This design comes from an exercise in tuning for small area and a short achievable clock period on the open sky130 flow, not from production work.
Function was checked by simulation only, so behaviour that the tests miss may differ from the original.
No activity file was given, so power comes from the tool's default toggle rates.

==> module bs4_encode, before the edit <==
module bs4_encode (
    input  wire          clk,
    input  wire          rst,
    input  wire          in_valid,
    input  wire [1:0]    mode,
    input  wire [1023:0] x,
    input  wire [511:0]  rnd,
    output reg           out_valid,
    output reg  [7:0]    scale,
    output reg  [127:0]  codes
);
    reg  [895:0]  x_r;        
    reg  [511:0]  rnd_r;
    reg  [1:0]    mode_r;
    reg           valid_r;
    wire [1023:0] xq;         
    genvar i, b;
    generate
        for (i = 0; i < 32; i = i + 1) begin : g_in
            always @(posedge clk)
                x_r[28*i +: 28] <= {x[32*i+5 +: 27], |x[32*i +: 5]};
            assign xq[32*i +: 32] = {x_r[28*i+1 +: 27], 4'd0, x_r[28*i]};
        end
    endgenerate
    always @(posedge clk) begin
        if (rst)
            valid_r <= 1'b0;
        else
            valid_r <= in_valid;
        rnd_r  <= rnd;
        mode_r <= mode;
    end
    wire [31:0] nf_l;
    wire [31:0] gt_l;
    wire [3:0]  eh [0:31];
    wire [3:0]  el [0:31];
    generate
        for (i = 0; i < 32; i = i + 1) begin : g_key
            assign nf_l[i] = &xq[32*i+23 +: 8];
            assign gt_l[i] = xq[32*i+22] & (|xq[32*i +: 22]);
            assign eh[i]   = xq[32*i+27 +: 4];
            assign el[i]   = xq[32*i+23 +: 4];
        end
    endgenerate
    wire [15:1] th_h;
    generate
        for (b = 1; b < 16; b = b + 1) begin : g_th
            wire [31:0] c;
            for (i = 0; i < 32; i = i + 1) begin : g_e
                assign c[i] = (eh[i] >= b);
            end
            assign th_h[b] = |c;
        end
    endgenerate
    wire [3:0] k_h = {th_h[8],
                      th_h[12] | (th_h[4] & ~th_h[8]),
                      th_h[14] | (th_h[10] & ~th_h[12]) | (th_h[6] & ~th_h[8]) | (th_h[2] & ~th_h[4]),
                      th_h[15] | (th_h[13] & ~th_h[14]) | (th_h[11] & ~th_h[12]) | (th_h[9] & ~th_h[10]) |
                      (th_h[7] & ~th_h[8]) | (th_h[5] & ~th_h[6]) | (th_h[3] & ~th_h[4]) | (th_h[1] & ~th_h[2])};
    wire [31:0] sel_h;
    generate
        for (i = 0; i < 32; i = i + 1) begin : g_selh
            assign sel_h[i] = (eh[i] == k_h);
        end
    endgenerate
    wire [15:1] th_l;
    generate
        for (b = 1; b < 16; b = b + 1) begin : g_tl
            wire [31:0] c;
            for (i = 0; i < 32; i = i + 1) begin : g_e
                assign c[i] = sel_h[i] & (el[i] >= b);
            end
            assign th_l[b] = |c;
        end
    endgenerate
    wire [3:0] k_l = {th_l[8],
                      th_l[12] | (th_l[4] & ~th_l[8]),
                      th_l[14] | (th_l[10] & ~th_l[12]) | (th_l[6] & ~th_l[8]) | (th_l[2] & ~th_l[4]),
                      th_l[15] | (th_l[13] & ~th_l[14]) | (th_l[11] & ~th_l[12]) | (th_l[9] & ~th_l[10]) |
                      (th_l[7] & ~th_l[8]) | (th_l[5] & ~th_l[6]) | (th_l[3] & ~th_l[4]) | (th_l[1] & ~th_l[2])};
    wire [31:0] g_c;
    generate
        for (i = 0; i < 32; i = i + 1) begin : g_g
            assign g_c[i] = sel_h[i] & (el[i] == k_l) & gt_l[i];
        end
    endgenerate
    wire [8:0] kmax = {k_h, k_l, |g_c};
    wire any_nf = |nf_l;
    wire [7:0] e_m  = kmax[8:1];
    wire       e_lo = ~|e_m[7:1];                       
    wire [7:0] ep   = e_lo ? 8'd2 : e_m;
    wire       gp   = kmax[0] & ~e_lo;
    wire [7:0] kc   = ep + {7'd0, gp};
    wire [7:0] s_fin = kc - 8'd2;
    wire [2:0] ep_hm1 = ep[7:5] - 3'd1;
    wire [2:0] ep_hp1 = ep[7:5] + 3'd1;
    wire [127:0] code_c;
    wire [1:0]   mode_e = any_nf ? 2'd1 : mode_r;    
    wire         m_sr   = (mode_e == 2'd2);
    wire         m_ne   = (mode_e[1] == mode_e[0]);  
    generate
        for (i = 0; i < 32; i = i + 1) begin : g_elm
            e2m1_round u_el (
                .x    (xq[32*i +: 32]),
                .ep   (ep),
                .ep_hm1 (ep_hm1),
                .ep_hp1 (ep_hp1),
                .gp   (gp),
                .nf   (any_nf),
                .r    (rnd_r[16*i +: 16]),
                .m_sr (m_sr),
                .m_ne (m_ne),
                .code (code_c[4*i +: 4])
            );
        end
    endgenerate
    always @(posedge clk) begin
        if (rst)
            out_valid <= 1'b0;
        else
            out_valid <= valid_r;
        scale <= any_nf ? 8'hFF : s_fin;
        codes <= code_c;
    end
endmodule
clock: 50.0 ns
lec_check: 0
abc_area: 1
cap_margin: 20
core_area: 2 2 578 578
cts_cluster_diameter: 80
cts_cluster_size: 22
die_area: 0 0 580 580
place_density: 0.6
slew_margin: 20
standard.sh (not shown) runs the stock make flow with config.mk's settings and CLKGATE_MAP_FILE= SYNTH_SCRIPT=/design/flow/synth_recipe.tcl, a recipe that flattens the netlist after the stock synthesis.
==> flow/flow/run.sh <==
#!/bin/bash
# Own layout flow:
#  1. the standard synthesis (standard.sh synth), unchanged;
#  2. the combinational logic of that netlist re-mapped by Yosys/ABC with
#     flow/remap.abc (the flip-flops are kept as they are, by name and cell);
#  3. the standard ORFS layout from that netlist, with the port buffers
#     made of the plain buf_1 cell.
# Each tool writes its full output to a log file in this folder.
set -euo pipefail
# repair_timing aims for this much setup slack (a period of about 11.5 ns)
MARGIN=38.5
R=orfs/results/${FLOW_PLATFORM}/bs4_encode/base
LIB=${FLOW_HOME}/platforms/${FLOW_PLATFORM}/lib/sky130_fd_sc_hd__tt_025C_1v80.lib

bash standard.sh synth > flow_synth.log 2>&1

python3 flow/gencells.py "$LIB" cells_model.v > flow_gencells.log 2>&1
DU=$(grep -A40 "DONT_USE_CELLS" ${FLOW_HOME}/platforms/${FLOW_PLATFORM}/config.mk | grep -o "sky130_fd_sc_hd__[a-z0-9_]*" | sed 's/^/-dont_use /' | tr '\n' ' ')
cp $R/1_2_yosys.v synth_standard.v
cat > remap.ys <<EOS
read_verilog cells_model.v
read_verilog synth_standard.v
hierarchy -top ${FLOW_TOP}
flatten
opt_clean -purge
techmap
opt -fast
abc -liberty $LIB $DU -script flow/remap.abc
opt_clean -purge
hilomap -singleton -hicell sky130_fd_sc_hd__conb_1 HI -locell sky130_fd_sc_hd__conb_1 LO
splitnets
opt_clean -purge
insbuf -buf sky130_fd_sc_hd__buf_4 A X
check
stat -liberty $LIB
write_verilog -noattr -nohex -nodec synth_remapped.v
EOS
yosys -s remap.ys > flow_remap.log 2>&1
cp synth_remapped.v $R/1_2_yosys.v
rm -f $R/1_synth.odb $R/1_synth.sdc

bash standard.sh 'BUFFER_PORTS_ARGS=-buffer_cell sky130_fd_sc_hd__buf_1' "SETUP_SLACK_MARGIN=${MARGIN}" finish > flow_layout.log 2>&1
Other scripts of this flow, unchanged in this note and not shown: flow/flow/gencells.py, flow/flow/remap.abc
Rerun with:
--- a/flow/design.v
+++ b/flow/design.v
@@ -43,12 +43,13 @@
         end
     endgenerate
-    wire [15:1] th_h;
+    reg  [15:1] th_h;
     generate
         for (b = 1; b < 16; b = b + 1) begin : g_th
             wire [31:0] c;
             for (i = 0; i < 32; i = i + 1) begin : g_e
-                assign c[i] = (eh[i] >= b);
+                assign c[i] = (x[32*i+27 +: 4] >= b);
             end
-            assign th_h[b] = |c;
+            always @(posedge clk)
+                th_h[b] <= |c;
         end
     endgenerate
Result: Die area does not change. Synthesized area increases by 1.9%. Via count increases by 0.54%. Combinational power increases by about 4%. Worst setup slack gains 270 ps. Sequential share of layout area increases by 2.6 points. Wire length decreases by 4.9%. Final area decreases by 8.8%. Clock skew increases by 12 ps. Hold slack is about the same.

re-timing with driven ports:
The flow's constraints put no driver on any port. The routed layouts listed below were extracted and timed again, unchanged, in two steps. Step 1 sets driving cells, clkbuf_16 on the clock port and buf_2 on the other inputs (assumed; they add their load-dependent delay and slew). Step 2 times the ports against the registers' clock, not the clock port: input delays grow and output delays shrink by t, the midpoint of the rising clock arrivals with the driver on. Slacks: ideal ports / drivers / drivers and shift; pairs: ideal ports / drivers.
run | shift t [ns] | setup WS [ns] | worst register clock-pin slew, ns | worst data-port slew with drivers (ns)
the first run | 1.000 | 38.166 / 38.166 / 38.166 | 0.09 / 0.09 | 0.38
the second run | 0.996 | 38.440 / 38.427 / 37.463 | 0.10 / 0.10 | 0.38
After both steps setup and hold are still met in every run listed. For the second run, which loses most, drivers alone change the setup slack by -0.013 ns; drivers and shift together by -0.977 ns.
